What follows belongs to an exercise in optimizing a design on an open flow for small area, a short achievable clock period and few clock cycles; a production flow would make more cautious choices.
Function was checked by simulation only, so behaviour that the tests miss may differ from the original.

==> run X <==
==> flow/design.v <==
module tread_muldiv (
    input  wire        clk,
    input  wire        rst,
    input  wire        in_valid,
    output wire        in_ready,
    input  wire [3:0]  in_func,
    input  wire [63:0] in_x,
    input  wire [63:0] in_y,
    output reg         out_valid,
    output wire [63:0] out_lo,
    output wire [63:0] out_hi,
    output reg         out_v,
    output reg         out_dz
);
    localparam integer W = 69;    
    reg st_idle, st_mul, st_corr, st_move, st_align, st_iter, st_fix;
    reg  [64:0] A;
    reg  [63:0] B;
    reg  [64:0] M;
    reg  [6:0]  cnt;         
    reg         xp;          
    reg         msgn;        
    reg         mulh;        
    reg         prepped;     
    reg         dadd;        
    assign in_ready = st_idle;
    assign out_lo   = B;
    assign out_hi   = A[63:0];
    wire in_sgn = (in_func == 4'h0) | (in_func == 4'h1) |
                  (in_func == 4'h3) | (in_func == 4'h8);
    wire [2:0] bw0 = {B[1:0], xp};
    wire [2:0] bw1 = B[3:1];
    wire b0_s1 = bw0[0] ^ bw0[1];
    wire b0_s2 = (bw0 == 3'b100) | (bw0 == 3'b011);
    wire b0_ng = bw0[2] & ~(bw0[1] & bw0[0]);
    wire b1_s1 = bw1[0] ^ bw1[1];
    wire b1_s2 = (bw1 == 3'b100) | (bw1 == 3'b011);
    wire b1_ng = bw1[2] & ~(bw1[1] & bw1[0]);
    reg r0_s1, r0_s2, r0_inv, r0_c, r1_s1, r1_s2, r1_ng, x_cin;
    always @* begin
        r0_s1 = 1'b0; r0_s2 = 1'b0; r0_inv = 1'b0; r0_c = 1'b0;
        r1_s1 = 1'b0; r1_s2 = 1'b0; r1_ng = 1'b0; x_cin = 1'b0;
        if (st_mul) begin
            r0_s1 = b0_s1; r0_s2 = b0_s2; r0_inv = b0_ng; r0_c = b0_ng;
            r1_s1 = b1_s1; r1_s2 = b1_s2; r1_ng = b1_ng;
        end else if (st_corr) begin
            r0_s1 = 1'b1;
        end else if (st_iter) begin
            r0_s1 = 1'b1; r0_inv = ~dadd; r0_c = ~dadd;
        end else if (st_fix) begin
            r0_s1 = ~(A[64] & M[64]); x_cin = M[64];
        end else begin
            r0_inv = 1'b1;
        end
    end
    wire [W-1:0] mx  = {{(W-65){M[64]}}, M};
    wire [W-1:0] mx2 = {mx[W-2:0], 1'b0};
    wire [W-1:0] row0 = (({W{r0_s1}} & mx) | ({W{r0_s2}} & mx2)) ^ {W{r0_inv}};
    wire [W-1:0] row1m = (({W{r1_s1}} & mx) | ({W{r1_s2}} & mx2)) ^ {W{r1_ng}};
    wire [W-1:0] row1 = {row1m[W-3:0], r1_ng, r0_c};
    wire [W-1:0] ax   = {{(W-65){A[64]}}, A};
    wire [W-1:0] cs_s = ax ^ row0 ^ row1;
    wire [W-1:0] cs_c = {(ax[W-2:0] & row0[W-2:0]) | (ax[W-2:0] & row1[W-2:0]) |
                         (row0[W-2:0] & row1[W-2:0]), r1_ng};
    wire [W-1:0] sum  = cs_s + cs_c + {{(W-1){1'b0}}, r1_ng | x_cin};
    wire [6:0] lz_a, lz_m;
    tread_lzc64 u_lza (.v(A[63:0] ^ {64{A[64]}}), .lz(lz_a));
    tread_lzc64 u_lzm (.v(M[63:0] ^ {64{M[64]}}), .lz(lz_m));
    wire [7:0] sh = {1'b0, lz_m} - {1'b0, lz_a};    
    wire       sh_neg = sh[7];
    wire       sh_ge16 = ~sh[7] & (sh[6:4] != 3'd0);
    wire       sh_ge4  = ~sh[7] & (sh[6:2] != 5'd0);
    wire       sh_zero = (sh == 8'd0);
    wire       sh_last = sh_ge16 ? (sh[6:0] == 7'd16) :
                         sh_ge4  ? (sh[6:0] == 7'd4)  : (sh[6:0] == 7'd1);
    wire m_zero = lz_m[6] & ~M[64];
    wire v_case = (A == {2'b11, 63'd0}) & (&M) & ~prepped;
    wire fill   = A[64] ^ M[64];
    wire fit = (sum[W-1] == A[64]);
    wire skip    = (cnt <= 7'd48) & ((B[15:0] == 16'h0000 & ~xp) | (B[15:0] == 16'hFFFF & xp));
    wire [6:0] cnt_mul = cnt + (skip ? 7'd16 : 7'd4);
    wire xp_mul  = skip ? xp : B[3];
    wire mul_end = (cnt_mul == 7'd64);
    always @(posedge clk) begin
        out_valid <= 1'b0;
        if (st_idle) begin
            A       <= in_func[3] ? {in_sgn & in_x[63], in_x} : 65'd0;
            B       <= in_x;
            M       <= {in_sgn & in_y[63], in_y};
            cnt     <= 7'd0;
            xp      <= 1'b0;
            msgn    <= in_sgn;
            mulh    <= (in_func == 4'h1) | (in_func == 4'h2);
            prepped <= 1'b0;
            out_v   <= 1'b0;
            out_dz  <= 1'b0;
            if (in_valid) begin
                st_idle  <= 1'b0;
                st_mul   <= ~in_func[3];
                st_align <= in_func[3];
            end
        end
        if (st_mul) begin
            if (skip) begin
                A <= {{16{A[64]}}, A[64:16]};
                B <= {A[15:0], B[63:16]};
            end else begin
                A <= sum[68:4];
                B <= {sum[3:0], B[63:4]};
            end
            xp  <= xp_mul;
            cnt <= cnt_mul;
            if (mul_end) begin
                st_mul <= 1'b0;
                if (~msgn & xp_mul) st_corr <= 1'b1;
                else if (mulh)      st_move <= 1'b1;
                else begin st_idle <= 1'b1; out_valid <= 1'b1; end
            end
        end
        if (st_corr) begin
            A <= sum[64:0];
            st_corr <= 1'b0;
            if (mulh) st_move <= 1'b1;
            else begin st_idle <= 1'b1; out_valid <= 1'b1; end
        end
        if (st_move) begin
            B <= A[63:0];
            st_move <= 1'b0;
            st_idle <= 1'b1; out_valid <= 1'b1;
        end
        if (st_align) begin
            dadd <= fill;
            if (m_zero | v_case) begin
                B       <= A[63:0];
                A       <= 65'd0;
                out_dz  <= m_zero;
                out_v   <= ~m_zero;
                st_align <= 1'b0;
                st_idle <= 1'b1; out_valid <= 1'b1;
            end else if (M[64] & ~prepped) begin
                A       <= sum[64:0];
                prepped <= 1'b1;
            end else begin
                B <= {64{fill}};
                if (sh_neg) begin
                    st_align <= 1'b0;
                    if (A[64] | M[64]) st_fix <= 1'b1;
                    else begin st_idle <= 1'b1; out_valid <= 1'b1; end
                end else if (sh_zero) begin
                    st_align <= 1'b0;
                    st_iter  <= 1'b1;
                end else begin
                    if (sh_ge16) begin
                        M <= {M[48:0], 16'd0};
                        cnt <= cnt + 7'd16;
                    end else if (sh_ge4) begin
                        M <= {M[60:0], 4'd0};
                        cnt <= cnt + 7'd4;
                    end else begin
                        M <= {M[63:0], 1'b0};
                        cnt <= cnt + 7'd1;
                    end
                    if (sh_last) begin
                        st_align <= 1'b0;
                        st_iter  <= 1'b1;
                    end
                end
            end
        end
        if (st_iter) begin
            if (fit) A <= sum[64:0];
            B <= {B[62:0], fit ^ dadd};
            if (cnt != 7'd0) begin
                M   <= {M[64], M[64:1]};
                cnt <= cnt - 7'd1;
            end else begin
                st_iter <= 1'b0;
                if (A[64] | M[64]) st_fix <= 1'b1;
                else begin st_idle <= 1'b1; out_valid <= 1'b1; end
            end
        end
        if (st_fix) begin
            A <= sum[64:0];
            st_fix  <= 1'b0;
            st_idle <= 1'b1; out_valid <= 1'b1;
        end
        if (rst) begin
            st_idle  <= 1'b1;
            st_mul   <= 1'b0;
            st_corr  <= 1'b0;
            st_move  <= 1'b0;
            st_align <= 1'b0;
            st_iter  <= 1'b0;
            st_fix   <= 1'b0;
            out_valid <= 1'b0;
        end
    end
endmodule
module tread_lzc64 (
    input  wire [63:0] v,
    output wire [6:0]  lz
);
    wire [31:0] z1;
    wire [31:0] c1;
    genvar i;
    generate
        for (i = 0; i < 32; i = i + 1) begin : l1
            assign z1[i] = ~(v[2*i+1] | v[2*i]);
            assign c1[i] = ~v[2*i+1];
        end
    endgenerate
    wire [15:0] z2;
    wire [31:0] c2;
    generate
        for (i = 0; i < 16; i = i + 1) begin : l2
            assign z2[i] = z1[2*i+1] & z1[2*i];
            assign c2[2*i+1:2*i] = z1[2*i+1] ? {1'b1, c1[2*i]} : {1'b0, c1[2*i+1]};
        end
    endgenerate
    wire [7:0] z3;
    wire [23:0] c3;
    generate
        for (i = 0; i < 8; i = i + 1) begin : l3
            assign z3[i] = z2[2*i+1] & z2[2*i];
            assign c3[3*i+2:3*i] = z2[2*i+1] ? {1'b1, c2[4*i+1:4*i]} : {1'b0, c2[4*i+3:4*i+2]};
        end
    endgenerate
    wire [3:0] z4;
    wire [15:0] c4;
    generate
        for (i = 0; i < 4; i = i + 1) begin : l4
            assign z4[i] = z3[2*i+1] & z3[2*i];
            assign c4[4*i+3:4*i] = z3[2*i+1] ? {1'b1, c3[6*i+2:6*i]} : {1'b0, c3[6*i+5:6*i+3]};
        end
    endgenerate
    wire [1:0] z5;
    wire [9:0] c5;
    generate
        for (i = 0; i < 2; i = i + 1) begin : l5
            assign z5[i] = z4[2*i+1] & z4[2*i];
            assign c5[5*i+4:5*i] = z4[2*i+1] ? {1'b1, c4[8*i+3:8*i]} : {1'b0, c4[8*i+7:8*i+4]};
        end
    endgenerate
    wire z6 = z5[1] & z5[0];
    wire [5:0] c6 = z5[1] ? {1'b1, c5[4:0]} : {1'b0, c5[9:5]};
    assign lz = z6 ? 7'd64 : {1'b0, c6};
endmodule
==> flow/run.sh <==
#!/bin/bash
# synth_recipe.tcl (not shown) runs the flow's synth.tcl, then flattens the netlist and writes it again
# the make line also repeats each setting of config.mk as NAME=value (left out here)
make -C /OpenROAD-flow-scripts/flow DESIGN_CONFIG=/design/flow/config.mk WORK_HOME=/design/flow/orfs CLKGATE_MAP_FILE= SYNTH_SCRIPT=/design/flow/synth_recipe.tcl finish
==> flow/config.mk <==
export PLATFORM = sky130hd
export DESIGN_NAME = tread_muldiv
export DESIGN_NICKNAME = tread_muldiv
export VERILOG_FILES = /design/flow/design.v
export SDC_FILE = /design/flow/constraint.sdc
export NUM_CORES = 4
export LEC_CHECK = 0
export CAP_MARGIN = 20
export CORE_MARGIN = 2
export CORE_UTILIZATION = 40
export SLEW_MARGIN = 20
==> flow/constraint.sdc <==
create_clock -name core_clock -period 13.0 [get_ports {clk}]
set_input_delay 2.6000 -clock core_clock [delete_from_list [all_inputs] [get_ports {clk}]]
set_output_delay 2.6000 -clock core_clock [all_outputs]
set_load 0.01 [all_outputs]
==> run E (differences from run X) <==
==> flow/design.v, changed modules only <==
module tread_muldiv (
    input  wire        clk,
    input  wire        rst,
    input  wire        in_valid,
    output wire        in_ready,
    input  wire [3:0]  in_func,
    input  wire [63:0] in_x,
    input  wire [63:0] in_y,
    output reg         out_valid,
    output wire [63:0] out_lo,
    output wire [63:0] out_hi,
    output reg         out_v,
    output reg         out_dz
);
    localparam integer W = 69;    
    reg st_idle, st_mul, st_corr, st_move, st_align, st_shift, st_iter, st_fix;
    reg  [64:0] A;
    reg  [63:0] B;
    reg  [64:0] M;
    reg  [6:0]  cnt;         
    reg         xp;          
    reg         msgn;        
    reg         mulh;        
    reg         prepped;     
    reg         dadd;        
    reg  [5:0]  sreg;        
    assign in_ready = st_idle;
    assign out_lo   = B;
    assign out_hi   = A[63:0];
    wire in_sgn = (in_func == 4'h0) | (in_func == 4'h1) |
                  (in_func == 4'h3) | (in_func == 4'h8);
    reg r0_s1, r0_s2, r0_inv, r0_c, r1_s1, r1_s2, r1_ng, x_cin;
    reg skip;                
    function [6:0] booth2;
        input [3:0] b;
        input       p;
        reg [2:0] w0, w1;
        begin
            w0 = {b[1:0], p};
            w1 = b[3:1];
            booth2 = {w0[0] ^ w0[1],
                      (w0 == 3'b100) | (w0 == 3'b011),
                      w0[2] & ~(w0[1] & w0[0]),
                      w1[0] ^ w1[1],
                      (w1 == 3'b100) | (w1 == 3'b011),
                      w1[2] & ~(w1[1] & w1[0]),
                      1'b0};
        end
    endfunction
    wire [W-1:0] mx  = {{(W-65){M[64]}}, M};
    wire [W-1:0] mx2 = {mx[W-2:0], 1'b0};
    wire [W-1:0] row0 = (({W{r0_s1}} & mx) | ({W{r0_s2}} & mx2)) ^ {W{r0_inv}};
    wire [W-1:0] row1m = (({W{r1_s1}} & mx) | ({W{r1_s2}} & mx2)) ^ {W{r1_ng}};
    wire [W-1:0] row1 = {row1m[W-3:0], r1_ng, r0_c};
    wire [W-1:0] ax   = {{(W-65){A[64]}}, A};
    wire [W-1:0] cs_s = ax ^ row0 ^ row1;
    wire [W-1:0] cs_c = {(ax[W-2:0] & row0[W-2:0]) | (ax[W-2:0] & row1[W-2:0]) |
                         (row0[W-2:0] & row1[W-2:0]), r1_ng};
    wire [W-1:0] sum  = cs_s + cs_c + {{(W-1){1'b0}}, r1_ng | x_cin};
    wire [6:0] lz_a, lz_m;
    tread_lzc64 u_lza (.v(A[63:0] ^ {64{A[64]}}), .lz(lz_a));
    tread_lzc64 u_lzm (.v(M[63:0] ^ {64{M[64]}}), .lz(lz_m));
    wire [7:0] sh = {1'b0, lz_m} - {1'b0, lz_a};    
    wire       sh_neg  = sh[7];
    wire       sh_zero = (sh == 8'd0);
    wire       sr_ge16 = (sreg[5:4] != 2'd0);
    wire       sr_ge4  = (sreg[5:2] != 4'd0);
    wire [5:0] sr_step = sr_ge16 ? 6'd16 : sr_ge4 ? 6'd4 : 6'd1;
    wire       sr_last = (sreg == sr_step);
    wire m_zero = lz_m[6] & ~M[64];
    wire v_case = (A == {2'b11, 63'd0}) & (&M) & ~prepped;
    wire fill   = A[64] ^ M[64];
    wire fit = (sum[W-1] == A[64]);
    wire [6:0] cnt_mul = cnt + (skip ? 7'd16 : 7'd4);
    wire xp_mul  = skip ? xp : B[3];
    wire mul_end = (cnt_mul == 7'd64);
    wire [3:0] nb_mul   = skip ? B[19:16] : B[7:4];
    wire       nskip_mul = skip ? ((B[31:16] == {16{xp}})   & (cnt <= 7'd32))
                                : ((B[19:4]  == {16{B[3]}}) & (cnt <= 7'd44));
    wire [6:0] bc_mul = booth2(nb_mul, xp_mul);
    wire [6:0] bc_in  = booth2(in_x[3:0], 1'b0);
    reg [7:0] nc;      
    reg       nskip;
    always @(posedge clk) begin
        out_valid <= 1'b0;
        nc    = 8'd0;
        nskip = 1'b0;
        if (st_idle) begin
            A       <= in_func[3] ? {in_sgn & in_x[63], in_x} : 65'd0;
            B       <= in_x;
            M       <= {in_sgn & in_y[63], in_y};
            cnt     <= 7'd0;
            xp      <= 1'b0;
            msgn    <= in_sgn;
            mulh    <= (in_func == 4'h1) | (in_func == 4'h2);
            prepped <= 1'b0;
            out_v   <= 1'b0;
            out_dz  <= 1'b0;
            if (in_func[3]) begin
                nc = 8'b00010000;                  
            end else begin
                nc    = {bc_in[4], bc_in};
                nskip = (in_x[15:0] == 16'h0000);
            end
            if (in_valid) begin
                st_idle  <= 1'b0;
                st_mul   <= ~in_func[3];
                st_align <= in_func[3];
            end
        end
        if (st_mul) begin
            if (skip) begin
                A <= {{16{A[64]}}, A[64:16]};
                B <= {A[15:0], B[63:16]};
            end else begin
                A <= sum[68:4];
                B <= {sum[3:0], B[63:4]};
            end
            xp  <= xp_mul;
            cnt <= cnt_mul;
            nc    = {bc_mul[4], bc_mul};
            nskip = nskip_mul;
            if (mul_end) begin
                st_mul <= 1'b0;
                if (~msgn & xp_mul) begin
                    st_corr <= 1'b1;
                    nc = 8'b01000000;              
                end else if (mulh) st_move <= 1'b1;
                else begin st_idle <= 1'b1; out_valid <= 1'b1; end
            end
        end
        if (st_corr) begin
            A <= sum[64:0];
            st_corr <= 1'b0;
            if (mulh) st_move <= 1'b1;
            else begin st_idle <= 1'b1; out_valid <= 1'b1; end
        end
        if (st_move) begin
            B <= A[63:0];
            st_move <= 1'b0;
            st_idle <= 1'b1; out_valid <= 1'b1;
        end
        if (st_align) begin
            dadd <= fill;
            nc = 8'b00010000;                      
            if (m_zero | v_case) begin
                B       <= A[63:0];
                A       <= 65'd0;
                out_dz  <= m_zero;
                out_v   <= ~m_zero;
                st_align <= 1'b0;
                st_idle <= 1'b1; out_valid <= 1'b1;
            end else if (M[64] & ~prepped) begin
                A       <= sum[64:0];
                prepped <= 1'b1;
            end else begin
                B    <= {64{fill}};
                cnt  <= sh[6:0];
                sreg <= sh[5:0];
                st_align <= 1'b0;
                if (sh_neg) begin
                    if (A[64] | M[64]) begin
                        st_fix <= 1'b1;
                        nc = {1'b0, ~(A[64] & M[64]), 5'd0, M[64]};
                    end else begin st_idle <= 1'b1; out_valid <= 1'b1; end
                end else if (sh_zero) begin
                    st_iter  <= 1'b1;
                    nc = {~fill, 1'b1, 1'b0, ~fill, 4'd0};
                end else begin
                    st_shift <= 1'b1;
                end
            end
        end
        if (st_shift) begin
            if (sr_ge16)     M <= {M[48:0], 16'd0};
            else if (sr_ge4) M <= {M[60:0], 4'd0};
            else             M <= {M[63:0], 1'b0};
            sreg <= sreg - sr_step;
            if (sr_last) begin
                st_shift <= 1'b0;
                st_iter  <= 1'b1;
                nc = {~dadd, 1'b1, 1'b0, ~dadd, 4'd0};
            end
        end
        if (st_iter) begin
            if (fit) A <= sum[64:0];
            B <= {B[62:0], fit ^ dadd};
            nc = {~dadd, 1'b1, 1'b0, ~dadd, 4'd0};
            if (cnt != 7'd0) begin
                M   <= {M[64], M[64:1]};
                cnt <= cnt - 7'd1;
            end else begin
                st_iter <= 1'b0;
                if (A[64] | M[64]) begin
                    st_fix <= 1'b1;
                    nc = {1'b0, ~(A[64] & M[64]), 5'd0, M[64]};
                end else begin st_idle <= 1'b1; out_valid <= 1'b1; end
            end
        end
        if (st_fix) begin
            A <= sum[64:0];
            st_fix  <= 1'b0;
            st_idle <= 1'b1; out_valid <= 1'b1;
        end
        {r0_c, r0_s1, r0_s2, r0_inv, r1_s1, r1_s2, r1_ng, x_cin} <= nc;
        skip <= nskip;
        if (rst) begin
            st_idle  <= 1'b1;
            st_mul   <= 1'b0;
            st_corr  <= 1'b0;
            st_move  <= 1'b0;
            st_align <= 1'b0;
            st_shift <= 1'b0;
            st_iter  <= 1'b0;
            st_fix   <= 1'b0;
            out_valid <= 1'b0;
        end
    end
endmodule
==> flow/flow/run.sh (new file) <==
#!/bin/bash
# Layout flow: the standard ORFS flow (standard.sh), unchanged, with
#  - the timing repair asked for extra setup slack (SETUP_SLACK_MARGIN), so
#    that it sizes and buffers the design for a shorter period than 13 ns;
#  - the port buffers that placement adds to every input and output made
#    from sky130_fd_sc_hd__buf_1 (BUFFER_PORTS_ARGS) instead of the larger
#    delay buffer the flow picks by default.
# The make/ORFS output goes to flow_standard.log in this folder; ORFS keeps
# each step's own log under orfs/logs/.
set -euo pipefail
cd "$(dirname "${BASH_SOURCE[0]}")/.."
bash standard.sh SETUP_SLACK_MARGIN=8 'BUFFER_PORTS_ARGS=-buffer_cell sky130_fd_sc_hd__buf_1' finish > flow_standard.log 2>&1
==> flow/standard.sh (new file) <==
#!/bin/bash
# synth_recipe.tcl (not shown) runs the flow's synth.tcl, then flattens the netlist and writes it again
# the make line also repeats each setting of config.mk as NAME=value (left out here)
make -C /OpenROAD-flow-scripts/flow DESIGN_CONFIG=/design/flow/config.mk WORK_HOME=/design/flow/orfs CLKGATE_MAP_FILE= SYNTH_SCRIPT=/design/flow/synth_recipe.tcl "${@:-finish}"
- CORE_UTILIZATION: 40 -> 50
removed: flow/run.sh
==> impl_results.md <==
- Fin crit period: 7510 ps
- Outcome: complete, no violations
- DR top layer: met4
- Floorplan row count: 95
- CTS buffer count: 29
- # fillers: 6988
- Crit-path slowest cell: nand2b_1
- Fraction of area in registers: 14.4%
- TritonRoute pass-1 iters: 8
[end of results for run X]
==> impl_results.md <==
- Crit-path slowest cell: or4_4
- Fin crit period: 4950 ps
- Outcome: complete, no violations
- Mean Syn Cell Area: 7.36 um^2
- Top_reg_cell synth: dfxtp_1
- DR top layer: met5
- Post-synth ARST share: 0%
- CTS buffer count: 30
- Floorplan row count: 84
- Fraction of area in registers: 16.5%
- Hold slack: 520 ps
- # fillers: 5068
- Hold Crit Depth: 2
[end of results for run E]
Testbench counts of run X, summed over its fixed seeds: cycles 64,888.
Testbench counts of run E, summed over its fixed seeds: cycles 65,626.

-- re-timing with driven ports --
In the flow no input, the clock included, has a driving cell. The finished layouts below were timed again as built, in two steps.
Step 1 sets driving cells, clkbuf_16 on the clock port and buf_2 on the other inputs (assumed; they add their load-dependent delay and slew).
Step 2 also shifts input and output timing later by t, the mid clock arrival at the registers, as if the neighbouring blocks saw the same clock.
Slacks: ideal ports / drivers / drivers and shift; pairs: ideal ports / drivers.
run | shift t [ns] | setup slack, ns | worst slew at a driven data input, ns | cell pins on the clock port's net
run X | 0.673 | 5.492 / 5.492 / 5.492 | 0.05 | 1
run E | 0.669 | 8.054 / 8.054 / 8.054 | 0.08 | 1
After both steps setup and hold are still met in every run listed.
